Context: an optimization exercise on an open-source flow, tuned for small area, a short achievable clock period and few clock cycles. The choices shown serve that exercise and are no tape-out recipe.
Function was checked by simulation only, so behaviour that the tests miss may differ from the original.

==> flow/run.sh <==
#!/bin/bash
# synth_recipe.tcl (not shown) runs the flow's synth.tcl, then flattens the netlist and writes it again
# the make line also repeats each setting of config.mk as NAME=value (left out here)
make -C /OpenROAD-flow-scripts/flow DESIGN_CONFIG=/design/flow/config.mk WORK_HOME=/design/flow/orfs CLKGATE_MAP_FILE= SYNTH_SCRIPT=/design/flow/synth_recipe.tcl finish
==> flow/config.mk <==
export PLATFORM = sky130hd
export DESIGN_NAME = csl_rs_decoder
export DESIGN_NICKNAME = csl_rs_decoder
export VERILOG_FILES = /design/flow/design.v
export SDC_FILE = /design/flow/constraint.sdc
export NUM_CORES = 4
export LEC_CHECK = 0
export CAP_MARGIN = 20
export CORE_MARGIN = 2
export CORE_UTILIZATION = 40
export PLACE_DENSITY = 0.6
export SLEW_MARGIN = 20
==> flow/constraint.sdc <==
create_clock -name core_clock -period 10.0 [get_ports {clk}]
set_input_delay 2.0000 -clock core_clock [delete_from_list [all_inputs] [get_ports {clk}]]
set_output_delay 2.0000 -clock core_clock [all_outputs]
set_load 0.01 [all_outputs]
==> flow/design.v <==
module csl_rs_decoder (
    input  wire        clk,
    input  wire        rst,
    input  wire        in_valid,
    output wire        in_ready,
    input  wire [7:0]  in_data,
    input  wire        in_last,
    output wire        out_valid,
    input  wire        out_ready,
    output wire        out_uncorr,
    output wire [3:0]  out_nerr,
    output wire [63:0] out_pos,
    output wire [63:0] out_val
);
  function [7:0] gf_mul;
    input [7:0] a;
    input [7:0] b;
    integer k;
    reg [7:0] p;
    reg [7:0] s;
    begin
      p = 8'h00;
      s = a;
      for (k = 0; k < 8; k = k + 1) begin
        if (b[k]) p = p ^ s;
        s = {s[6:0], 1'b0} ^ (s[7] ? 8'h1D : 8'h00);
      end
      gf_mul = p;
    end
  endfunction
  function [3:0] g16_mul;
    input [3:0] a;
    input [3:0] b;
    reg [6:0] p;
    begin
      p = ({7{b[0]}} & {3'b000, a}) ^ ({7{b[1]}} & {2'b00, a, 1'b0}) ^
          ({7{b[2]}} & {1'b0, a, 2'b00}) ^ ({7{b[3]}} & {a, 3'b000});
      g16_mul = p[3:0] ^ {p[6:4], 1'b0} ^ {1'b0, p[6:4]};
    end
  endfunction
  function [3:0] g16_inv;
    input [3:0] a;
    begin
      case (a)
        4'h0: g16_inv = 4'h0;  4'h1: g16_inv = 4'h1;  4'h2: g16_inv = 4'h9;  4'h3: g16_inv = 4'hE;
        4'h4: g16_inv = 4'hD;  4'h5: g16_inv = 4'hB;  4'h6: g16_inv = 4'h7;  4'h7: g16_inv = 4'h6;
        4'h8: g16_inv = 4'hF;  4'h9: g16_inv = 4'h2;  4'hA: g16_inv = 4'hC;  4'hB: g16_inv = 4'h5;
        4'hC: g16_inv = 4'hA;  4'hD: g16_inv = 4'h4;  4'hE: g16_inv = 4'h3;  default: g16_inv = 4'h8;
      endcase
    end
  endfunction
  function [7:0] to_comp;
    input [7:0] x;
    begin
      to_comp = ({8{x[0]}} & 8'd1)  ^ ({8{x[1]}} & 8'd43) ^ ({8{x[2]}} & 8'd64)  ^ ({8{x[3]}} & 8'd33) ^
                ({8{x[4]}} & 8'd50) ^ ({8{x[5]}} & 8'd193) ^ ({8{x[6]}} & 8'd72) ^ ({8{x[7]}} & 8'd22);
    end
  endfunction
  function [7:0] from_comp;
    input [7:0] x;
    begin
      from_comp = ({8{x[0]}} & 8'd1)   ^ ({8{x[1]}} & 8'd78) ^ ({8{x[2]}} & 8'd153) ^ ({8{x[3]}} & 8'd68) ^
                  ({8{x[4]}} & 8'd87)  ^ ({8{x[5]}} & 8'd9)  ^ ({8{x[6]}} & 8'd4)   ^ ({8{x[7]}} & 8'd37);
    end
  endfunction
  function [7:0] gf_div;
    input [7:0] a;
    input [7:0] b;
    reg [7:0] ac, bc;
    reg [3:0] a1, a0, b1, b0, c0, hh, ll, mm, nrm, ni, p1, p0;
    begin
      ac = to_comp(a);
      bc = to_comp(b);
      a1 = ac[7:4]; a0 = ac[3:0];
      b1 = bc[7:4]; b0 = bc[3:0];
      c0  = b0 ^ b1;
      nrm = g16_mul(4'hF, g16_mul(b1, b1)) ^ g16_mul(b0, c0);
      ni  = g16_inv(nrm);
      hh = g16_mul(a1, b1);
      ll = g16_mul(a0, c0);
      mm = g16_mul(a1 ^ a0, b1 ^ c0);
      p1 = mm ^ ll;
      p0 = g16_mul(4'hF, hh) ^ ll;
      gf_div = from_comp({g16_mul(p1, ni), g16_mul(p0, ni)});
    end
  endfunction
  function [7:0] alpha_pow;
    input [3:0] j;
    begin
      case (j)
        4'd0:  alpha_pow = 8'h01;  4'd1:  alpha_pow = 8'h02;
        4'd2:  alpha_pow = 8'h04;  4'd3:  alpha_pow = 8'h08;
        4'd4:  alpha_pow = 8'h10;  4'd5:  alpha_pow = 8'h20;
        4'd6:  alpha_pow = 8'h40;  4'd7:  alpha_pow = 8'h80;
        4'd8:  alpha_pow = 8'h1D;  4'd9:  alpha_pow = 8'h3A;
        4'd10: alpha_pow = 8'h74;  4'd11: alpha_pow = 8'hE8;
        4'd12: alpha_pow = 8'hCD;  4'd13: alpha_pow = 8'h87;
        4'd14: alpha_pow = 8'h13;  default: alpha_pow = 8'h26;
      endcase
    end
  endfunction
  function [7:0] alpha_neg;
    input [3:0] i;
    begin
      case (i)
        4'd0: alpha_neg = 8'h01;  4'd1: alpha_neg = 8'h8E;
        4'd2: alpha_neg = 8'h47;  4'd3: alpha_neg = 8'hAD;
        4'd4: alpha_neg = 8'hD8;  4'd5: alpha_neg = 8'h6C;
        4'd6: alpha_neg = 8'h36;  4'd7: alpha_neg = 8'h1B;
        default: alpha_neg = 8'h83;
      endcase
    end
  endfunction
  integer i;
  reg        rdy;           
  reg        iv_q;          
  reg        il_q;
  reg [7:0]  id_q;
  reg [7:0]  acc [0:15];    
  reg        first;         
  reg [7:0]  cnt;           
  reg [7:0]  acc_nx [0:15];
  always @(*) begin
    for (i = 0; i < 16; i = i + 1)
      acc_nx[i] = (first ? 8'h00 : gf_mul(acc[i], alpha_pow(i))) ^ id_q;
  end
  localparam [3:0] BM_IDLE = 4'd0,
                   BM_INIT = 4'd1,
                   BM_DEC1 = 4'd2,
                   BM_DEC2 = 4'd3,
                   BM_PASS = 4'd4,
                   BM_FIN  = 4'd5,
                   BM_OPAS = 4'd6,
                   BM_OFIN = 4'd7,
                   BM_DONE = 4'd8;
  reg [3:0]  bst;
  reg [7:0]  sc   [0:15];   
  reg [7:0]  cp   [0:8];    
  reg [7:0]  bs   [0:8];    
  reg [7:0]  gam;
  reg [7:0]  dlt;           
  reg [7:0]  dacc;          
  reg [3:0]  bl;            
  reg [4:0]  bm_m;          
  reg [3:0]  br;            
  reg        bswap;
  reg [4:0]  blnew;
  reg [8:0]  bi_oh;         
  reg [8:0]  bj_oh;         
  reg [16:0] ps_oh;         
  reg [7:0]  pipe;          
  reg [3:0]  bk;            
  reg [7:0]  bk_oh;
  reg        b_unc;         
  reg [7:0]  b_nm1;         
  wire       bm_idle = (bst == BM_IDLE);
  reg [7:0] c_rd, b_rd, s_rd;
  always @(*) begin
    c_rd = 8'h00;
    b_rd = 8'h00;
    s_rd = 8'h00;
    for (i = 0; i <= 8; i = i + 1) begin
      c_rd = c_rd | ({8{bi_oh[i]}} & cp[i]);
      b_rd = b_rd | ({8{bj_oh[i]}} & bs[i]);
    end
    for (i = 0; i < 16; i = i + 1)
      s_rd = s_rd | ({8{ps_oh[i+1]}} & sc[i]);
  end
  wire [7:0] newc  = gf_mul(gam, c_rd) ^ gf_mul(dlt, b_rd);
  wire [7:0] dsum  = dacc ^ gf_mul(pipe, s_rd);
  wire       d_swap = (dlt != 8'h00) && ({bl, 1'b0} <= {1'b0, br});
  wire [4:0] d_lnew = d_swap ? ({1'b0, br} + 5'd1 - {1'b0, bl}) : {1'b0, bl};
  wire [5:0] d_j    = {1'b0, blnew} - {1'b0, bm_m};
  wire [4:0] d_s    = {1'b0, br} - blnew + 5'd1;       
  reg        xfer;           
  reg        cact;           
  reg        cfin;           
  reg [7:0]  lc   [0:8];
  reg [7:0]  oc   [0:7];
  reg [3:0]  c_rem;          
  reg        c_last;         
  reg        c_pz;           
  reg        c_bad;
  reg [7:0]  c_pos;
  reg [3:0]  nfound;
  reg        s2_v;           
  reg [3:0]  s2_p1, s2_p0;   
  reg [3:0]  s2_n;           
  reg [7:0]  s2_p;
  reg [7:0]  pos_q [0:7];
  reg [7:0]  val_q [0:7];
  reg        ovalid;
  reg        ounc;
  reg [7:0] lam_ev, lam_od, omg_ev;
  always @(*) begin
    lam_ev = 8'h00;
    lam_od = 8'h00;
    omg_ev = 8'h00;
    for (i = 0; i <= 8; i = i + 1) begin
      if (i % 2 == 1) lam_od = lam_od ^ lc[i];
      else            lam_ev = lam_ev ^ lc[i];
    end
    for (i = 0; i < 8; i = i + 1)
      omg_ev = omg_ev ^ oc[i];
  end
  wire       root   = cact && ((lam_ev ^ lam_od) == 8'h00);
  wire       c_stop = (root && c_last) || c_pz;
  wire [7:0] fy_a  = to_comp(omg_ev);
  wire [7:0] fy_b  = to_comp(lam_od);
  wire [3:0] fy_c0 = fy_b[3:0] ^ fy_b[7:4];
  wire [3:0] fy_n  = g16_mul(4'hF, g16_mul(fy_b[7:4], fy_b[7:4])) ^ g16_mul(fy_b[3:0], fy_c0);
  wire [3:0] fy_hh = g16_mul(fy_a[7:4], fy_b[7:4]);
  wire [3:0] fy_ll = g16_mul(fy_a[3:0], fy_c0);
  wire [3:0] fy_mm = g16_mul(fy_a[7:4] ^ fy_a[3:0], fy_b[7:4] ^ fy_c0);
  wire [3:0] fy_ni = g16_inv(s2_n);
  wire [7:0] fy_val = from_comp({g16_mul(s2_p1, fy_ni), g16_mul(s2_p0, fy_ni)});
  wire       chien_free = !cact && !cfin && !ovalid && !xfer;
  wire       cdone      = cfin && !cact;       
  wire consume    = iv_q && (!il_q || bm_idle);
  wire hand       = iv_q && il_q && bm_idle;
  wire acc_in     = in_valid && rdy;
  wire iv_nx      = acc_in || (iv_q && !consume);
  wire il_nx      = acc_in ? in_last : il_q;
  wire bm_idle_nx = ((bst == BM_DONE) && chien_free) || (bm_idle && !hand);
  always @(posedge clk) begin
    if (rst) begin
      rdy   <= 1'b0;
      iv_q  <= 1'b0;
      first <= 1'b1;
      cnt   <= 8'd0;
    end else begin
      rdy  <= !(iv_nx && il_nx && !bm_idle_nx);
      iv_q <= iv_nx;
      if (consume) begin
        first <= il_q;
        cnt   <= il_q ? 8'd0 : cnt + 8'd1;
      end
    end
    if (acc_in) begin
      id_q <= in_data;
      il_q <= in_last;
    end
    if (consume)
      for (i = 0; i < 16; i = i + 1)
        acc[i] <= acc_nx[i];
  end
  always @(posedge clk) begin
    if (rst) begin
      bst  <= BM_IDLE;
      xfer <= 1'b0;
    end else begin
      xfer <= (bst == BM_DONE) && chien_free;
      case (bst)
        BM_IDLE: if (hand) bst <= BM_INIT;
        BM_INIT: bst <= BM_DEC1;
        BM_DEC1: bst <= (d_lnew > 5'd8) ? BM_DONE : BM_DEC2;
        BM_DEC2: bst <= BM_PASS;
        BM_PASS: if (bi_oh[0]) bst <= BM_FIN;
        BM_FIN:  bst <= (br == 4'd15) ? ((bl == 4'd0) ? BM_DONE : BM_OPAS) : BM_DEC1;
        BM_OPAS: if (bi_oh[0]) bst <= BM_OFIN;
        BM_OFIN: bst <= (bk + 4'd1 == bl) ? BM_DONE : BM_OPAS;
        BM_DONE: if (chien_free) bst <= BM_IDLE;
        default: bst <= BM_IDLE;
      endcase
    end
    if (hand) begin
      for (i = 0; i < 16; i = i + 1)
        sc[i] <= acc_nx[i];
      dlt   <= acc_nx[0];
      b_nm1 <= cnt;
    end
    case (bst)
      BM_INIT: begin
        for (i = 0; i <= 8; i = i + 1) begin
          cp[i] <= (i == 0) ? 8'h01 : 8'h00;
          bs[i] <= (i == 0) ? 8'h01 : 8'h00;
        end
        gam   <= 8'h01;
        bl    <= 4'd0;
        bm_m  <= 5'd1;
        br    <= 4'd0;
        b_unc <= 1'b0;
      end
      BM_DEC1: begin
        bswap <= d_swap;
        blnew <= d_lnew;
        if (d_lnew > 5'd8) b_unc <= 1'b1;
      end
      BM_DEC2: begin
        bl   <= blnew[3:0];
        for (i = 0; i <= 8; i = i + 1) begin
          bi_oh[i] <= (blnew == i);
          bj_oh[i] <= (d_j == i);
        end
        for (i = 0; i < 17; i = i + 1)
          ps_oh[i] <= (d_s == i);
        pipe <= 8'h00;
        dacc <= 8'h00;
      end
      BM_PASS: begin
        for (i = 0; i <= 8; i = i + 1)
          if (bi_oh[i]) begin
            cp[i] <= newc;
            if (bswap) bs[i] <= c_rd;
          end
        pipe  <= newc;
        dacc  <= dsum;
        bi_oh <= {1'b0, bi_oh[8:1]};
        bj_oh <= {1'b0, bj_oh[8:1]};
        ps_oh <= {ps_oh[15:0], 1'b0};
        if (bi_oh[0]) begin
          if (bswap) begin
            gam  <= dlt;
            bm_m <= 5'd1;
          end else
            bm_m <= bm_m + 5'd1;
        end
      end
      BM_FIN: begin
        dlt   <= dsum;
        br    <= br + 4'd1;
        bk    <= 4'd0;
        bk_oh <= 8'd1;
        bi_oh <= 9'd1;
        ps_oh <= 17'd1;
        pipe  <= 8'h00;
        dacc  <= 8'h00;
      end
      BM_OPAS: begin
        pipe  <= c_rd;
        dacc  <= dsum;
        bi_oh <= {1'b0, bi_oh[8:1]};
        ps_oh <= {ps_oh[15:0], 1'b0};
      end
      BM_OFIN: begin
        for (i = 0; i < 8; i = i + 1)
          if (bk_oh[i]) bs[i] <= dsum;
        bk    <= bk + 4'd1;
        bk_oh <= {bk_oh[6:0], 1'b0};
        bi_oh <= {bk_oh, 1'b0};
        ps_oh <= 17'd1;
        pipe  <= 8'h00;
        dacc  <= 8'h00;
      end
      default: ;
    endcase
  end
  always @(posedge clk) begin
    if (rst) begin
      cact   <= 1'b0;
      cfin   <= 1'b0;
      ovalid <= 1'b0;
      s2_v   <= 1'b0;
    end else begin
      s2_v <= root;
      if (xfer) begin
        cact <= !b_unc && (bl != 4'd0);
        cfin <= 1'b1;
      end else if (cact) begin
        if (c_stop) cact <= 1'b0;
      end else if (cfin) begin
        cfin   <= 1'b0;
        ovalid <= 1'b1;
      end
      if (ovalid && out_ready) ovalid <= 1'b0;
    end
    for (i = 0; i <= 8; i = i + 1)
      lc[i] <= xfer ? cp[i] : gf_mul(lc[i], alpha_neg(i));
    for (i = 0; i < 8; i = i + 1)
      oc[i] <= xfer ? bs[i] : gf_mul(oc[i], alpha_neg(i));
    c_pos <= xfer ? b_nm1 : c_pos - 8'd1;
    c_pz  <= xfer ? 1'b0 : (c_pos == 8'd1);
    if (xfer) begin
      c_rem  <= bl;
      c_last <= (bl == 4'd1);
      c_bad  <= b_unc;
      nfound <= 4'd0;
    end else if (cact) begin
      if (root) begin
        c_rem  <= c_rem - 4'd1;
        c_last <= (c_rem == 4'd2);
        nfound <= nfound + 4'd1;
      end
      if (c_stop) c_bad <= !(root && c_last);
    end else if (cdone && c_bad) begin
      nfound <= 4'd0;
    end
    s2_p1 <= fy_mm ^ fy_ll;
    s2_p0 <= g16_mul(4'hF, fy_hh) ^ fy_ll;
    s2_n  <= fy_n;
    s2_p  <= c_pos;
    if (xfer || (cdone && c_bad)) begin
      for (i = 0; i < 8; i = i + 1) begin
        pos_q[i] <= 8'h00;
        val_q[i] <= 8'h00;
      end
    end else if (s2_v) begin
      pos_q[0] <= s2_p;
      val_q[0] <= fy_val;
      for (i = 1; i < 8; i = i + 1) begin
        pos_q[i] <= pos_q[i-1];
        val_q[i] <= val_q[i-1];
      end
    end
    if (cdone) ounc <= c_bad;
  end
  assign in_ready   = rdy;
  assign out_valid  = ovalid;
  assign out_uncorr = ounc;
  assign out_nerr   = nfound;
  genvar g;
  generate
    for (g = 0; g < 8; g = g + 1) begin : g_out
      assign out_pos[8*g +: 8] = pos_q[g];
      assign out_val[8*g +: 8] = val_q[g];
    end
  endgenerate
endmodule
==> impl_metrics.json, run 1 <==
{
  "synth_most_common_cell": "xnor2_1",
  "ios": 148,
  "cts_hold_buf": 0,
  "n_antenna_cell": 0,
  "critPathMostFrequentCell": "xor2_1",
  "clock-sinks": 840,
  "start_util_pct": 40.2,
  "fp.dieW_um": 328,
  "clk_latency_ps": 680,
  "async_flop_share_pct": 0,
  "max-slew-margin-rel_pct": 21.8,
  "fin_crit_sh_pct": 43.5,
  "vias": 27100,
  "arrival_ps": 4890,
  "post_cts_buffers": 0,
  "path_cells": "xor2_1, xnor2_2, xor2_1, xnor2_1, inv_1, ha_1, nor2_1, a21oi_1, xor2_1, xnor3_1, xnor2_2, inv_1, ha_1, mux4_2",
  "dp_hpwl_um": 77500,
  "synth_top_area_share_pct": 38.4,
  "crit_path_start_kind": "flip-flop",
  "core_area_um2": 105000,
  "maxClockFrequency_mhz": 230,
  "antenna_found_initial": 0,
  "tns_ps": 0,
  "nets": 3839,
  "stdcell_area_um2": 47900,
  "hp-class": "flip-flop to flip-flop",
  "crit_required_ps": 10540,
  "ff2ff_setup_slack_ps": 5650,
  "reg2reg_to": "fy_ni[0]",
  "die_y_um": 328,
  "synthDistinctLibCells": 76,
  "drive_gt1_share_pct": 7.00,
  "path_class": "flip-flop to flip-flop",
  "cts_tree": "done",
  "path_clk_slew_ps": 60,
  "netlist_top_cells_count": "605 x xnor2_1, 538 x edfxtp_1, 440 x nor2_1, 332 x xor2_1, 302 x dfxtp_1",
  "grt_pass1_vias": 26300,
  "place_ws_ps": 5640,
  "crit_path_end_kind": "flip-flop",
  "min_period_ps": 4350,
  "holdPathStages": 0,
  "setup_ws_ps": 5650,
  "min_from": "c_pos[1]",
  "drt-pass1-iter-count": 8,
  "status": "timing/DRC/antenna clean",
  "antenna_left": 0,
  "rsz0062_at_grt": "no",
  "hold_viol_final": 0,
  "setup_viol": 0,
  "max_stage_delay_ps": 510,
  "area_delta_synth_final_pct": 13.7,
  "drc": 0,
  "track_usage_pct": 20.0,
  "r2r_cells": 14,
  "cts-root-buf": "clkbuf_16",
  "portBuffers": 147,
  "cts_buffers": 91,
  "cp_max_fo": 11,
  "ys_ff_latch": 840,
  "vias_per_cell": 5.17,
  "r2r-start": "lc[5][1]",
  "finalClockSkew_ps": 41.1,
  "synth_area_per_cell_um2": 11.3,
  "drt_iter0_drc": 2531,
  "slew_viol_final": 0,
  "totalWireLength_um": 109000,
  "drv_cap": 0,
  "std_cell_rows": 119,
  "synth_flop_cell": "edfxtp_1",
  "synth_area_leaders": "edfxtp_1 38%, dfxtp_1 14%, xnor2_1 13%",
  "synth_edf_count": 538,
  "grt_pass1_wl_um": 165000,
  "syn_area_um2": 42100,
  "synth_area_leader_cell": "edfxtp_1",
  "yosys_warnings": 10,
  "grt_max_degree": 102,
  "holdPathEnd": "s2_p[1]",
  "yosysSeqAreaShare_pct": 52.7,
  "gr-total-overflow": 0,
  "crit_slowest_cell": "ha_1",
  "die_area_um2": 108000,
  "postSynthCellCount": 3715,
  "htreeDepth": 3,
  "cts_buffer_depth": 3,
  "gp_congestion": 0.911,
  "worstMarginPinSlew_ps": 1160,
  "placed_area_um2": 44800,
  "wl_per_cell_um": 20.8,
  "synth_nets": 3773,
  "post_cts_resize_count": 0
}
[worst max-delay path: cells and delay by family, from the launching register on]
kind            cells  cell delay (ps)
xor+xnor            7             2060
fa+ha+maj           2              810
mux                 1              450
flops               1              420
buf+inv             2              230
compound gates      1              160
simple gates        1              100
[per-stage QoR]
stage	utilization (%)	instances	hold WS [ps]
after global placement	42.8	5079	365
final	45.7	5248	378
after floorplan	-	3715	351
after detailed placement	42.8	5079	365
after global routing	45.7	5248	389
after CTS	45.7	5248	380
[logic make-up (layout without fill, tap and decap cells)]
| family | Yosys count | after routing | share of synthesized area [%] |
|---|---|---|---|
| adder cells (fa/ha/maj) | 45 | 45 | 1.39 |
| AO/OA/AOI/OAI | 443 | 443 | 7.24 |
| buffers and inverters | 269 | 411 | 2.42 |
| AND/OR/NAND/NOR | 946 | 946 | 9.60 |
| multiplexers | 184 | 184 | 4.57 |
| XOR/XNOR | 988 | 988 | 22.1 |
| flip-flops | 840 | 840 | 52.7 |
[metal layers]
metal	global-route usage, %	vias to the layer above	share of wire (%)
met2	32.8	867	48
met4	6.44	0	3.0
met1	27.0	13100	44
li1	-	12900	-
met3	3.08	177	5.8
met5	0	-	0
[layout by cell type, fill, tap and decap left out, types with 21 or more instances in the layout]
master	n
buf_4	28
xnor2_1	605
a21oi_1	48
mux2i_1	137
dfxtp_1	299
a221oi_1	31
o22ai_1	21
nand2_1	289
ha_1	42
xor2_1	332
xnor3_1	23
clkdlybuf4s50_1	147
nor2_1	440
a22o_1	55
edfxtp_1	538
nand3_1	46
nand2b_1	53
inv_1	62
clkbuf_16	94
a22oi_1	46
nor3_1	25
o21ai_0	134
mux2_2	44
[sequential cells by signal, indices dropped and copies added (netlist names), 5 cells and up]
signal and cells:
bm_m 5, cp 72, bs 72, id_q 8, blnew 5, dacc 8
sc 128, b_nm1 8, lc 72, val_q 64, pipe 8, bk_oh 8
dlt 8, c_pos 8, oc 64, bi_oh 9, gam 8, acc 128
pos_q 64, cnt 8, ps_oh 17, bj_oh 9, s2_p 8
[layout make-up]
class | count | area [um2]
Sequential cell | 840 | 22200
Inverter | 66 | 255
Tap cell | 1391 | 1740
Clock buffer | 117 | 2490
Clock inverter | 52 | 581
Fill cell | 9567 | 56900
Multi-Input combinational cell | 2606 | 18900
Timing Repair Buffer | 176 | 1690
[worst max-delay path by stage]
stage	from	end	slack, ps	cells past startpoint
after global routing	lc[3][1]	fy_ni[0]	5320	14
final	lc[5][1]	fy_ni[0]	5650	14
after CTS	lc[7][1]	fy_ni[0]	5620	14
after global placement	lc[5][1]	fy_ni[0]	5750	14
after floorplan	bst[2]	cnt[4]	5770	10
after detailed placement	lc[5][1]	fy_ni[0]	5640	14
Testbench counts, summed over its fixed seeds: cycles 73,158.
==> inputs of run 2 (changes only) <==
--- a/flow/config.mk
+++ b/flow/config.mk
@@ -8,5 +8,5 @@
 export CAP_MARGIN = 20
 export CORE_MARGIN = 2
-export CORE_UTILIZATION = 40
-export PLACE_DENSITY = 0.6
+export CORE_UTILIZATION = 65
+export PLACE_DENSITY = 0.75
 export SLEW_MARGIN = 20
==> run 2 against run 1 <==
Against the previous run:
- worst hold slack improved by 4.1 ps
- largest cell class unchanged
- synthesized cell count did not move
- non-clock buffer count rose by 2
- highest routed layer is now met5
- still clean on timing, DRC and antenna
- global-route usage rose by 13 points
==> impl_metrics.json, run 2 <==
{
  "fp.dieW_um": 259,
  "holdPathEnd": "s2_p[7]",
  "post_cts_resize_count": 0,
  "totalWireLength_um": 110000,
  "syn_area_um2": 42100,
  "cts_buffer_depth": 3,
  "maxClockFrequency_mhz": 224,
  "hp-class": "flip-flop to flip-flop",
  "start_util_pct": 65.6,
  "crit_slowest_cell": "ha_1",
  "synth_area_per_cell_um2": 11.3,
  "postLayoutCoreUtil_pct": 73.3,
  "clk_latency_ps": 650,
  "cts_tree": "done",
  "post_cts_buffers": 0,
  "async_flop_share_pct": 0,
  "r2r_cells": 14,
  "tns_ps": 0,
  "drv_cap": 0,
  "synth_area_leader_cell": "edfxtp_1",
  "crit_path_start_kind": "flip-flop",
  "synth_area_leaders": "edfxtp_1 38%, dfxtp_1 14%, xnor2_1 13%",
  "max-slew-margin-rel_pct": 26.2,
  "core_area_um2": 64200,
  "max_stage_delay_ps": 520,
  "postSynthCellCount": 3715,
  "std_cell_rows": 93,
  "hold_viol_final": 0,
  "area_delta_synth_final_pct": 11.8,
  "path_class": "flip-flop to flip-flop",
  "rsz0062_at_grt": "no",
  "worstMarginPinSlew_ps": 1110,
  "mostFrequentLayoutCells": "605 x xnor2_1, 538 x edfxtp_1, 440 x nor2_1, 332 x xor2_1, 299 x dfxtp_1",
  "cts_hold_buf": 0,
  "synth_flop_cell": "edfxtp_1",
  "drt-pass1-iter-count": 10,
  "drc": 0,
  "drt_iter0_drc": 3142,
  "track_usage_pct": 32.8,
  "reg2reg_to": "fy_ni[0]",
  "ios": 148,
  "n_antenna_cell": 0,
  "drive_gt1_share_pct": 6.87,
  "vias_per_cell": 6.07,
  "portBuffers": 147,
  "die_area_um2": 66800,
  "final_common_cell": "xnor2_1",
  "finalClockSkew_ps": 20.7,
  "synthDistinctLibCells": 76,
  "cts-root-buf": "clkbuf_16",
  "r2r-start": "lc[3][1]",
  "netlist_top_cells_count": "605 x xnor2_1, 538 x edfxtp_1, 440 x nor2_1, 332 x xor2_1, 302 x dfxtp_1",
  "arrival_ps": 4980,
  "grt_max_degree": 115,
  "cp_max_fo": 11,
  "synth_most_common_cell": "xnor2_1",
  "min_from": "c_pos[7]",
  "setup_viol": 0,
  "holdPathStages": 0,
  "status": "timing/DRC/antenna clean",
  "die_y_um": 259,
  "crit_required_ps": 10510,
  "grt_pass1_wl_um": 168000,
  "synth_top_area_share_pct": 38.4,
  "yosysSeqAreaShare_pct": 52.7,
  "synth_edf_count": 538,
  "ys_ff_latch": 840,
  "yosys_warnings": 10,
  "antenna_found_initial": 1,
  "gr-total-overflow": 0,
  "vias": 28500,
  "cts_buffers": 86,
  "slew_viol_final": 0,
  "grt_pass1_vias": 27700,
  "crit_path_end_kind": "flip-flop",
  "nets": 3836,
  "path_cells": "xnor2_1, xnor2_2, xor2_1, xnor2_1, inv_1, ha_1, nor2_1, a21oi_1, xor2_1, xnor3_1, xnor2_2, inv_1, ha_1, mux4_2",
  "min_period_ps": 4470,
  "wl_per_cell_um": 23.4,
  "fin_crit_sh_pct": 44.7,
  "ff2ff_setup_slack_ps": 5530,
  "top_regs": "acc x128, sc x128",
  "gp_congestion": 0.960,
  "clock-sinks": 840,
  "synth_nets": 3773,
  "antenna_left": 0,
  "htreeDepth": 3,
  "path_clk_slew_ps": 60,
  "dp_hpwl_um": 79200
}
-- run 2: cell counts after synthesis --
Identical to the previous run, type by type.
-- run 2: cell families after synthesis --
kind of cell	Yosys count	synth area share, %
fa+ha+maj	45	1.39
flops	840	52.7
mux	184	4.57
compound gates	443	7.24
xor+xnor	988	22.1
simple gates	946	9.60
buf+inv	269	2.42
-- run 2: per-layer routing --
layer  up-vias  share of wire (%)  global-route usage, %  routed length (um)
met5         -              0.010                      0                  11
met1     13900                 41                   46.1               44900
met2      1503                 46                   52.2               51000
met4         2                3.2                   9.71                3510
met3       241                9.5                   6.18               10500
li1      12900                  -                      -                   -
-- run 2: worst max-delay path by stage --
stage | slack (ps) | to | depth (start not counted) | from
finish | 5530 | fy_ni[0] | 14 | lc[3][1]
global route | 5160 | fy_ni[0] | 14 | lc[3][1]
CTS | 5510 | fy_ni[0] | 14 | lc[3][1]
detailed placement | 5510 | fy_ni[0] | 14 | lc[3][1]
global placement | 5710 | bs[0][4] | 8 | bst[0]
floorplan | 5770 | cnt[4] | 10 | bst[2]
-- run 2: area by class of cell --
| class | count | area, um2 |
|---|---|---|
| Tap cell | 855 | 1070 |
| Fill cell | 4442 | 17100 |
| Timing Repair Buffer | 178 | 1710 |
| Clock buffer | 102 | 2260 |
| Inverter | 66 | 253 |
| Sequential cell | 840 | 22200 |
| Multi-Input combinational cell | 2606 | 18900 |
| Clock inverter | 53 | 659 |
-- run 2: critical path, delay by kind of cell, from the launching register on --
family | cells | cell delay, ps
XOR/XNOR | 7 | 2080
multiplexers | 1 | 460
flip-flops | 1 | 460
adder cells (fa/ha/maj) | 2 | 820
AND/OR/NAND/NOR | 1 | 90
buffers and inverters | 2 | 240
AO/OA/AOI/OAI | 1 | 170
-- run 2: stage by stage --
stage | hold slack (ps) | worst slack [ps] | instance area (um2) | std cells
floorplan | 351 | 5770 | 42100 | 3715
global route | 400 | 5160 | 47100 | 4700
finish | 382 | 5530 | 47100 | 4700
detailed placement | 377 | 5510 | 44200 | 4545
global placement | 367 | 5710 | 44200 | 4545
CTS | 385 | 5510 | 47100 | 4700
==> inputs of run 3 (changes only) <==
--- a/flow/design.v
+++ b/flow/design.v
@@ -112,4 +112,11 @@
     end
   endfunction
+  function [7:0] comp_step;
+    input [7:0] x;
+    input [3:0] i;
+    begin
+      comp_step = to_comp(gf_mul(from_comp(x), alpha_neg(i)));
+    end
+  endfunction
   integer i;
   reg        rdy;           
@@ -148,4 +155,5 @@
   reg [8:0]  bi_oh;         
   reg [8:0]  bj_oh;         
+  reg [8:0]  wi_oh;         
   reg [16:0] ps_oh;         
   reg [7:0]  pipe;          
@@ -176,6 +184,6 @@
   reg        cact;           
   reg        cfin;           
-  reg [7:0]  lc   [0:8];
-  reg [7:0]  oc   [0:7];
+  reg [7:0]  lc   [0:8];    
+  reg [7:0]  oc   [0:7];    
   reg [3:0]  c_rem;          
   reg        c_last;         
@@ -206,6 +214,6 @@
   wire       root   = cact && ((lam_ev ^ lam_od) == 8'h00);
   wire       c_stop = (root && c_last) || c_pz;
-  wire [7:0] fy_a  = to_comp(omg_ev);
-  wire [7:0] fy_b  = to_comp(lam_od);
+  wire [7:0] fy_a  = omg_ev;
+  wire [7:0] fy_b  = lam_od;
   wire [3:0] fy_c0 = fy_b[3:0] ^ fy_b[7:4];
   wire [3:0] fy_n  = g16_mul(4'hF, g16_mul(fy_b[7:4], fy_b[7:4])) ^ g16_mul(fy_b[3:0], fy_c0);
@@ -270,4 +278,7 @@
       b_nm1 <= cnt;
     end
+    for (i = 0; i <= 8; i = i + 1)
+      if (wi_oh[i]) cp[i] <= pipe;
+    wi_oh <= 9'd0;
     case (bst)
       BM_INIT: begin
@@ -300,8 +311,6 @@
       BM_PASS: begin
         for (i = 0; i <= 8; i = i + 1)
-          if (bi_oh[i]) begin
-            cp[i] <= newc;
-            if (bswap) bs[i] <= c_rd;
-          end
+          if (bi_oh[i] && bswap) bs[i] <= c_rd;
+        wi_oh <= bi_oh;
         pipe  <= newc;
         dacc  <= dsum;
@@ -366,7 +375,7 @@
     end
     for (i = 0; i <= 8; i = i + 1)
-      lc[i] <= xfer ? cp[i] : gf_mul(lc[i], alpha_neg(i));
+      lc[i] <= xfer ? to_comp(cp[i]) : comp_step(lc[i], i);
     for (i = 0; i < 8; i = i + 1)
-      oc[i] <= xfer ? bs[i] : gf_mul(oc[i], alpha_neg(i));
+      oc[i] <= xfer ? to_comp(bs[i]) : comp_step(oc[i], i);
     c_pos <= xfer ? b_nm1 : c_pos - 8'd1;
     c_pz  <= xfer ? 1'b0 : (c_pos == 8'd1);
==> flow/flow/run.sh (new file) <==
#!/bin/bash
set -euo pipefail
bash standard.sh SETUP_SLACK_MARGIN=7.2 finish > layout_make.log 2>&1
==> flow/standard.sh (new file) <==
#!/bin/bash
# synth_recipe.tcl (not shown) runs the flow's synth.tcl, then flattens the netlist and writes it again
# the make line also repeats each setting of config.mk as NAME=value (left out here)
make -C /OpenROAD-flow-scripts/flow DESIGN_CONFIG=/design/flow/config.mk WORK_HOME=/design/flow/orfs CLKGATE_MAP_FILE= SYNTH_SCRIPT=/design/flow/synth_recipe.tcl "${@:-finish}"
--- a/flow/config.mk
+++ b/flow/config.mk
@@ -8,5 +8,5 @@
 export CAP_MARGIN = 20
 export CORE_MARGIN = 2
-export CORE_UTILIZATION = 65
-export PLACE_DENSITY = 0.75
+export CORE_UTILIZATION = 40
+export PLACE_DENSITY = 0.6
 export SLEW_MARGIN = 20
removed: flow/run.sh
==> run 3 against run 2 <==
Against the previous run:
- synthesized area increased by 4.4%
- register-to-register slack gained 1300 ps
- global-route usage is 11 points lower
- cell area grew 17%
- die area up 68%
- critical path type is now flip-flop to output port
- first-iteration DRC count decreased by 13%
- cell count grew 28%
- sequential cell count grew 9
- critical endpoint is now out_uncorr
- wire length grew 14%
- synthesized cell count increased by 11%
==> impl_metrics.json, run 3 <==
{
  "vias": 31500,
  "portBuffers": 147,
  "synthDistinctLibCells": 78,
  "postLayoutCoreUtil_pct": 50.5,
  "place_ws_ps": 6080,
  "hp-class": "flip-flop to flip-flop",
  "max-slew-margin-rel_pct": 26.7,
  "drive_gt1_share_pct": 25.2,
  "grt_pass1_vias": 30500,
  "die_y_um": 335,
  "cts_tree": "done",
  "setup_ws_ps": 6770,
  "crit_required_ps": 8000,
  "top_regs": "acc x128, sc x128",
  "path_class": "flip-flop to output port",
  "drt_iter0_drc": 2728,
  "start_util_pct": 40.4,
  "synth_nets": 4178,
  "fin_crit_sh_pct": 32.3,
  "placed_area_um2": 46800,
  "gr-total-overflow": 0,
  "setup_viol": 0,
  "synth_top_area_share_pct": 31.0,
  "drc": 0,
  "path_buf_inv": 1,
  "status": "timing/DRC/antenna clean",
  "mostFrequentLayoutCells": "696 x xnor2_1, 523 x nor2_1, 454 x edfxtp_1, 373 x xor2_1, 328 x buf_4",
  "antenna_left": 0,
  "gp_congestion": 0.927,
  "antenna_found_initial": 1,
  "nets": 4573,
  "final_common_cell": "xnor2_1",
  "core_area_um2": 109000,
  "path_delay_family": "flip-flops",
  "synth_edf_count": 454,
  "track_usage_pct": 21.6,
  "n_fill_cell": 9569,
  "synth_area_leaders": "edfxtp_1 31%, dfxtp_1 18%, xnor2_1 16%",
  "cts_buffers": 94,
  "synth_most_common_cell": "xnor2_1",
  "totalWireLength_um": 125000,
  "syn_area_um2": 44000,
  "maxClockFrequency_mhz": 310,
  "arrival_ps": 1230,
  "min_period_ps": 3230,
  "crit_slowest_cell": "edfxtp_1",
  "drt-pass1-iter-count": 8,
  "die_area_um2": 113000,
  "yosys_warnings": 10,
  "ios": 148,
  "cp_max_fo": 1,
  "n_antenna_cell": 0,
  "slew_viol_final": 0,
  "clock-sinks": 849,
  "postSynthCellCount": 4120,
  "async_flop_share_pct": 0,
  "area_delta_synth_final_pct": 25.1,
  "htreeDepth": 3,
  "std_cell_rows": 121,
  "synth_area_per_cell_um2": 10.7,
  "grt_max_degree": 99,
  "path_clk_slew_ps": 60,
  "cts-root-buf": "clkbuf_16",
  "clk_latency_ps": 680,
  "tns_ps": 0,
  "cts_buffer_depth": 3,
  "worstMarginPinSlew_ps": 1090,
  "hold_viol_final": 0,
  "wl_per_cell_um": 20.8,
  "crit_path_end_kind": "output port",
  "netlist_top_cells_count": "779 x xnor2_1, 561 x nor2_1, 454 x edfxtp_1, 395 x dfxtp_1, 385 x xor2_1",
  "yosysSeqAreaShare_pct": 49.0,
  "grt_pass1_wl_um": 188000,
  "rsz0062_at_grt": "yes",
  "finalClockSkew_ps": 40.3,
  "vias_per_cell": 5.24,
  "fp.dieW_um": 335,
  "dp_hpwl_um": 82800,
  "ys_ff_latch": 849,
  "stdcell_area_um2": 55000,
  "synth_area_leader_cell": "edfxtp_1",
  "max_stage_delay_ps": 400,
  "synth_flop_cell": "edfxtp_1",
  "path_cells": "buf_6",
  "crit_path_start_kind": "flip-flop",
  "drv_cap": 0
}
## run 3: metal layers
metal  vias up  GRT usage [%]  routed length, um
met5         -              0                 15
met4         2           6.94               4200
met3       273           3.58               8510
met2      1209           34.6              57500
met1     15200           29.7              55000
li1      14800              -                  -
## run 3: logic make-up after synthesis
family	synth area share, %
compound gates	7.19
xor+xnor	24.1
fa+ha+maj	1.33
buf+inv	2.70
flops	49.0
mux	5.63
simple gates	10.0
## run 3: final timing paths
path | cells after the start | end | slack (ps) | startpoint
setup / recovery | 1 | out_uncorr | 6770 | ounc
hold / removal | 0 | s2_p[6] | 370 | c_pos[6]
setup reg to reg | 11 | pipe[3] | 6800 | bj_oh[3]
hold reg to reg | 0 | s2_p[6] | 370 | c_pos[6]
## run 3: final cells by class
cell class | instances | area, um2 | area share [%]
multi-input combinational | 2977 | 23100 | 42.0
sequential | 849 | 21800 | 39.6
timing repair buffer | 534 | 4860 | 8.85
clock buffer | 127 | 2700 | 4.92
tap | 1414 | 1770 | 3.22
clock inverter | 50 | 542 | 0.985
inverter | 58 | 230 | 0.419
timing repair inverter | 1 | 7.51 | 0.0137
## run 3: metrics by stage
| step | hold WS (ps) | cells |
|---|---|---|
| 6_report | 371 | 6010 |
| 3_5_place_dp | 365 | 5477 |
| 5_1_grt | 373 | 6010 |
| 3_3_place_gp | 365 | 5473 |
| 2_1_floorplan | 351 | 4120 |
| 4_1_cts | 364 | 5926 |
## run 3: what timing repair did
| item | CTS | global route |
|---|---|---|
| pin swaps | 95 | 125 |
| resized for setup | 1069 | 154 |
| setup endpoints to repair | 516 | 439 |
| gates cloned | 3 | 3 |
| hold buffers | 0 | 0 |
| setup buffers | 269 | 81 |
Testbench counts of run 3, summed over its fixed seeds: cycles 73,158.
==> inputs of run 4 (changes only) <==
==> flow/run.sh (new file) <==
#!/bin/bash
# synth_recipe.tcl (not shown) runs the flow's synth.tcl, then flattens the netlist and writes it again
# the make line also repeats each setting of config.mk as NAME=value (left out here)
make -C /OpenROAD-flow-scripts/flow DESIGN_CONFIG=/design/flow/config.mk WORK_HOME=/design/flow/orfs CLKGATE_MAP_FILE= SYNTH_SCRIPT=/design/flow/synth_recipe.tcl finish
removed: flow/flow/run.sh
removed: flow/standard.sh
==> run 4 against run 3 <==
Against the previous run:
- worst setup slack got worse by 880 ps
- sequential share of layout area increased by 3.7 points
- critical endpoint is now fy_ni[0]
- maximum frequency decreased by 21%
- critical path depth increased by 11
- via count decreased by 6.5%
- synthesized cell count unchanged
- largest cell class is now sequential cells
- worst hold slack improved by 22 ps
==> impl_metrics.json, run 4 <==
{
  "fin_crit_sh_pct": 41.1,
  "final_common_cell": "xnor2_1",
  "maxClockFrequency_mhz": 244,
  "synth_flop_cell": "edfxtp_1",
  "antenna_left": 0,
  "drive_gt1_share_pct": 6.00,
  "htreeDepth": 3,
  "async_flop_share_pct": 0,
  "grt.met1_usage_pct": 28.3,
  "gr-total-overflow": 0,
  "min_period_ps": 4110,
  "stdcell_area_um2": 49800,
  "ios": 148,
  "ys_ff_latch": 849,
  "area_delta_synth_final_pct": 13.4,
  "dp_hpwl_um": 81700,
  "hp-class": "flip-flop to flip-flop",
  "top_regs": "acc x128, sc x128",
  "synth_xor_area_share_pct": 24.1,
  "synth_area_per_cell_um2": 10.7,
  "ff2ff_setup_slack_ps": 5890,
  "path_cells": "xnor2_1, xnor2_1, ha_1, nor2_1, xnor2_1, xnor2_1, xnor2_1, xnor2_1, inv_1, ha_1, inv_1, mux4_2",
  "mostFrequentLayoutCells": "779 x xnor2_1, 559 x nor2_1, 454 x edfxtp_1, 392 x dfxtp_1, 385 x xor2_1",
  "post_cts_resize_count": 0,
  "cts_hold_buf": 0,
  "cp_max_fo": 11,
  "path_delay_family": "XOR/XNOR gates",
  "setup_viol": 0,
  "portBuffers": 147,
  "wl_per_cell_um": 20.5,
  "rsz0062_at_grt": "no",
  "grt_pass1_vias": 28200,
  "cts-root-buf": "clkbuf_16",
  "path_clk_slew_ps": 60,
  "n_antenna_cell": 0,
  "syn_area_um2": 44000,
  "synthDistinctLibCells": 78,
  "synth_edf_count": 454,
  "crit_slowest_cell": "xnor2_1",
  "path_buf_inv": 2,
  "finalClockSkew_ps": 50.6,
  "worstMarginPinSlew_ps": 1200,
  "grt_max_degree": 99,
  "die_area_um2": 113000,
  "max-slew-margin-rel_pct": 20.3,
  "die_y_um": 335,
  "synth_mux_area_share_pct": 5.63,
  "critPathMostFrequentCell": "xnor2_1",
  "nets": 4213,
  "cts_buffer_depth": 3,
  "core_area_um2": 109000,
  "arrival_ps": 4650,
  "synth_most_common_cell": "xnor2_1",
  "synth_fa_ha_area_share_pct": 1.33,
  "vias_per_cell": 5.21,
  "synthSimpleGateAreaFrac_pct": 10.0,
  "synth_area_leaders": "edfxtp_1 31%, dfxtp_1 18%, xnor2_1 16%",
  "status": "timing/DRC/antenna clean",
  "antenna_found_initial": 1,
  "grt.met2_usage_pct": 32.1,
  "gp_congestion": 0.911,
  "drv_cap": 0,
  "track_usage_pct": 20.1,
  "clock-sinks": 849,
  "yosysSeqAreaShare_pct": 49.0,
  "synth_compound_area_share_pct": 7.19,
  "grt_use_met3_pct": 3.21,
  "totalWireLength_um": 116000,
  "hold_viol_final": 0,
  "postSynthCellCount": 4120,
  "placed_cells": 5472,
  "drt-pass1-iter-count": 6,
  "netlist_top_cells_count": "779 x xnor2_1, 561 x nor2_1, 454 x edfxtp_1, 395 x dfxtp_1, 385 x xor2_1",
  "max_stage_delay_ps": 850,
  "fp.dieW_um": 335,
  "start_util_pct": 40.4,
  "clk_latency_ps": 690,
  "cts_tree": "done",
  "drt_iter0_drc": 2466,
  "postLayoutCoreUtil_pct": 45.8,
  "grt.busiest_layer": "met2",
  "synth_area_leader_cell": "edfxtp_1",
  "tns_ps": 0,
  "placed_area_um2": 46500,
  "vias": 29400,
  "yosys_warnings": 10,
  "post_cts_buffers": 0,
  "synth_top_family_by_area": "XOR/XNOR gates",
  "crit_required_ps": 10550,
  "slew_viol_final": 0,
  "path_class": "flip-flop to flip-flop",
  "synth_nets": 4178,
  "synth_top_area_share_pct": 31.0,
  "grt_pass1_wl_um": 176000,
  "instances_no_fill": 5650,
  "std_cell_rows": 121,
  "crit_path_end_kind": "flip-flop",
  "drc": 0,
  "cts_buffers": 95,
  "crit_path_start_kind": "flip-flop",
  "n_fill_cell": 10000
}
[run 4: cell counts after synthesis]
Identical to the previous run, type by type.
[run 4: layout make-up]
| class | count | area [um2] | share of cell area [%] |
|---|---|---|---|
| clock buffers | 133 | 2730 | 5.47 |
| clock inverters | 45 | 559 | 1.12 |
| inverters | 58 | 220 | 0.442 |
| multi-input cells | 2973 | 21300 | 42.7 |
| flip-flops and latches | 849 | 21600 | 43.3 |
| well taps | 1414 | 1770 | 3.55 |
| repair buffers | 178 | 1700 | 3.42 |
[run 4: cells by family after synthesis]
kind of cell,count (synthesis)
xor+xnor,1183
simple gates,1036
flops,849
compound gates,468
buf+inv,298
mux,241
fa+ha+maj,45
[run 4: final timing paths]
path	depth (start not counted)	endpoint	startpoint
setup / recovery	12	fy_ni[0]	lc[5][5]
hold / removal	0	s2_p[6]	c_pos[6]
setup reg to reg	12	fy_ni[0]	lc[5][5]
hold reg to reg	0	s2_p[6]	c_pos[6]
[run 4: metal layers]
layer	share of wire (%)	up-vias	wire, um
met3	6.4	192	7470
met2	46	907	52800
met1	46	14300	52900
met5	0.014	-	16
li1	-	14100	-
met4	2.4	2	2740
[run 4: per-stage QoR]
stage          hold WS, ps  setup WS [ps]
2_1_floorplan          351           2400
6_report               393           5890
3_5_place_dp           387           5900
4_1_cts                396           5890
5_1_grt                408           5490
3_3_place_gp           392           6000
==> inputs of run 5 (changes only) <==
==> flow/flow/run.sh (new file) <==
#!/bin/bash
set -euo pipefail
bash standard.sh SETUP_SLACK_MARGIN=6.6 finish > layout_make.log 2>&1
==> flow/standard.sh (new file) <==
#!/bin/bash
# synth_recipe.tcl (not shown) runs the flow's synth.tcl, then flattens the netlist and writes it again
# the make line also repeats each setting of config.mk as NAME=value (left out here)
make -C /OpenROAD-flow-scripts/flow DESIGN_CONFIG=/design/flow/config.mk WORK_HOME=/design/flow/orfs CLKGATE_MAP_FILE= SYNTH_SCRIPT=/design/flow/synth_recipe.tcl "${@:-finish}"
removed: flow/run.sh
==> run 5 against run 4 <==
Against the previous run:
- worst hold slack worse by 0.61 ps
- non-clock buffer count up 56
- sequential share of layout area down 0.33 points
- utilization up 0.39 points
- cell area up 0.85%
- global-route usage up 0.35 points
- highest routed layer is now met4
==> impl_metrics.json, run 5 <==
{
  "dp_hpwl_um": 82400,
  "die_area_um2": 113000,
  "wl_per_cell_um": 20.5,
  "cts-root-buf": "clkbuf_16",
  "core_area_um2": 109000,
  "status": "timing/DRC/antenna clean",
  "yosys_warnings": 10,
  "max_stage_delay_ps": 380,
  "path_class": "flip-flop to output port",
  "n_fill_cell": 10100,
  "hold_viol_final": 0,
  "drive_gt1_share_pct": 8.98,
  "grt_pass1_wl_um": 178000,
  "synth_edf_count": 454,
  "ff2ff_setup_slack_ps": 6660,
  "path_clk_slew_ps": 60,
  "min_from": "c_pos[7]",
  "portBuffers": 147,
  "reg2reg_to": "fy_ni[0]",
  "synth_flop_cell": "edfxtp_1",
  "crit_slowest_cell": "dfxtp_1",
  "synth_nets": 4178,
  "final_common_cell": "xnor2_1",
  "worstMarginPinSlew_ps": 1130,
  "synth_top_area_share_pct": 31.0,
  "vias": 29800,
  "hp-class": "flip-flop to flip-flop",
  "tns_ps": 0,
  "n_antenna_cell": 0,
  "synth_area_leaders": "edfxtp_1 31%, dfxtp_1 18%, xnor2_1 16%",
  "synth_area_leader_cell": "edfxtp_1",
  "async_flop_share_pct": 0,
  "r2r-start": "lc[1][2]",
  "grt.met2_usage_pct": 33.1,
  "top_regs": "acc x128, sc x128",
  "cts_hold_buf": 0,
  "synthDistinctLibCells": 78,
  "gp_congestion": 0.922,
  "slew_viol_final": 0,
  "area.sequential_um2": 21600,
  "gr-total-overflow": 0,
  "nets": 4267,
  "multi_input_area_um2": 21600,
  "totalWireLength_um": 117000,
  "ys_ff_latch": 849,
  "mostFrequentLayoutCells": "767 x xnor2_1, 553 x nor2_1, 454 x edfxtp_1, 383 x xor2_1, 378 x dfxtp_1",
  "min_period_ps": 3350,
  "grt_pass1_vias": 28700,
  "cts_buffer_depth": 3,
  "grt_use_met3_pct": 3.13,
  "cts_buffers": 93,
  "cp_max_fo": 3,
  "std_cell_rows": 121,
  "clock-sinks": 849,
  "drc": 0,
  "fp.dieW_um": 335,
  "antenna_left": 0,
  "track_usage_pct": 20.5,
  "antenna_found_initial": 2,
  "drt_iter0_drc": 2570,
  "crit_required_ps": 8000,
  "maxClockFrequency_mhz": 299,
  "area_delta_synth_final_pct": 14.3,
  "finalClockSkew_ps": 66.5,
  "setup_viol": 0,
  "synth_most_common_cell": "xnor2_1",
  "crit_path_end_kind": "output port",
  "arrival_ps": 1350,
  "max-slew-margin-rel_pct": 24.8,
  "cts_tree": "done",
  "vias_per_cell": 5.23,
  "r2r_cells": 13,
  "start_util_pct": 40.4,
  "htreeDepth": 3,
  "netlist_top_cells_count": "779 x xnor2_1, 561 x nor2_1, 454 x edfxtp_1, 395 x dfxtp_1, 385 x xor2_1",
  "syn_area_um2": 44000,
  "grt.busiest_layer": "met2",
  "clk_latency_ps": 700,
  "holdPathStages": 0,
  "fin_crit_sh_pct": 33.5,
  "drv_cap": 0,
  "path_buf_inv": 1,
  "synth_area_per_cell_um2": 10.7,
  "grt.met1_usage_pct": 28.4,
  "crit_path_start_kind": "flip-flop",
  "postLayoutCoreUtil_pct": 46.2,
  "die_y_um": 335,
  "yosysSeqAreaShare_pct": 49.0,
  "rsz0062_at_grt": "yes",
  "path_delay_family": "flip-flops",
  "ios": 148,
  "postSynthCellCount": 4120,
  "drt-pass1-iter-count": 6,
  "path_cells": "clkdlybuf4s15_1",
  "grt_max_degree": 138,
  "holdPathEnd": "s2_p[7]"
}
[run 5: cell counts after synthesis]
No cell type changed its count.
[run 5: cells by family (layout without fill, tap and decap cells)]
family	after synthesis	in the layout	synth area share, %
DFF	849	849	49.0
buffers and inverters	298	466	2.70
and+or+nand+nor	1036	1036	10.0
AOI/OAI and AO/OA	468	468	7.19
muxes	241	241	5.63
xor gates and xnor gates	1183	1183	24.1
adders and majority gates	45	45	1.33
[run 5: how the worst max path moves through the flow]
stage / start / end / slack, ps / depth (start not counted)
6_report: nfound[2] / out_nerr[2] / 6650 / 1
5_1_grt: lc[7][1] / fy_ni[0] / 6480 / 12
4_1_cts: lc[7][1] / fy_ni[0] / 6470 / 12
3_5_place_dp: lc[1][4] / fy_ni[0] / 6130 / 12
3_3_place_gp: ps_oh[1] / bs[2][7] / 6210 / 9
2_1_floorplan: lc[3][7] / fy_ni[0] / 6600 / 14
[run 5: layout make-up]
class                           count  area share (%)
Sequential cell                   849            42.9
Multi-Input combinational cell   2973            42.9
Clock buffer                      110            4.90
Timing Repair Buffer              234            4.12
Tap cell                         1414            3.52
Clock inverter                     64            1.20
Inverter                           58           0.443
[run 5: metal layers]
layer  wire (um)  share of wire [%]
met5           0                  0
met4        2920                2.5
met3        7510                6.4
met2       54000                 46
met1       52300                 45
[run 5: per-stage QoR]
step	hold slack (ps)	cells	setup slack (ps)	cell area, um2
final	392	5702	6650	50300
after global routing	404	5702	6480	50300
after CTS	385	5667	6470	49800
after detailed placement	386	5479	6130	46600
after global placement	383	5473	6210	46600
after floorplan	351	4120	6600	44000
[run 5: repair_timing]
action | in CTS | in global routing
endpoints found under the hold margin | 0 | 0
pin swaps | 4 | 9
endpoints found under the setup margin | 275 | 84
gates resized for setup | 223 | 57
setup buffers | 14 | 35

## static timing again, ports no longer ideal
How much do the figures lean on ideal ports? The routed layouts below were timed once more, with nothing changed but the port constraints.
Step 1: set_driving_cell puts a clkbuf_16 on clk and a buf_2 on each other input, an assumption about the parent block.
Step 2 also shifts input and output timing later by t, the mid clock arrival at the registers, as if the neighbouring blocks saw the same clock.
Three values: no drivers, after step 1, after step 2; two values: the first two.
run | t, ns | setup slack, ns | clock arrival spread, ns
run 1 | 0.719 | 5.650 / 5.650 / 5.650 | 0.041 / 0.042
run 2 | 0.703 | 5.532 / 5.532 / 5.532 | 0.022 / 0.022
run 3 | 0.742 | 6.774 / 6.697 / 6.552 | 0.041 / 0.041
run 4 | 0.731 | 5.894 / 5.894 / 5.894 | 0.052 / 0.052
run 5 | 0.734 | 6.655 / 6.585 / 6.162 | 0.067 / 0.067
After both steps every run listed still meets setup and hold. For run 5, which loses most, drivers alone change the setup slack by -0.070 ns; drivers and shift together by -0.493 ns.
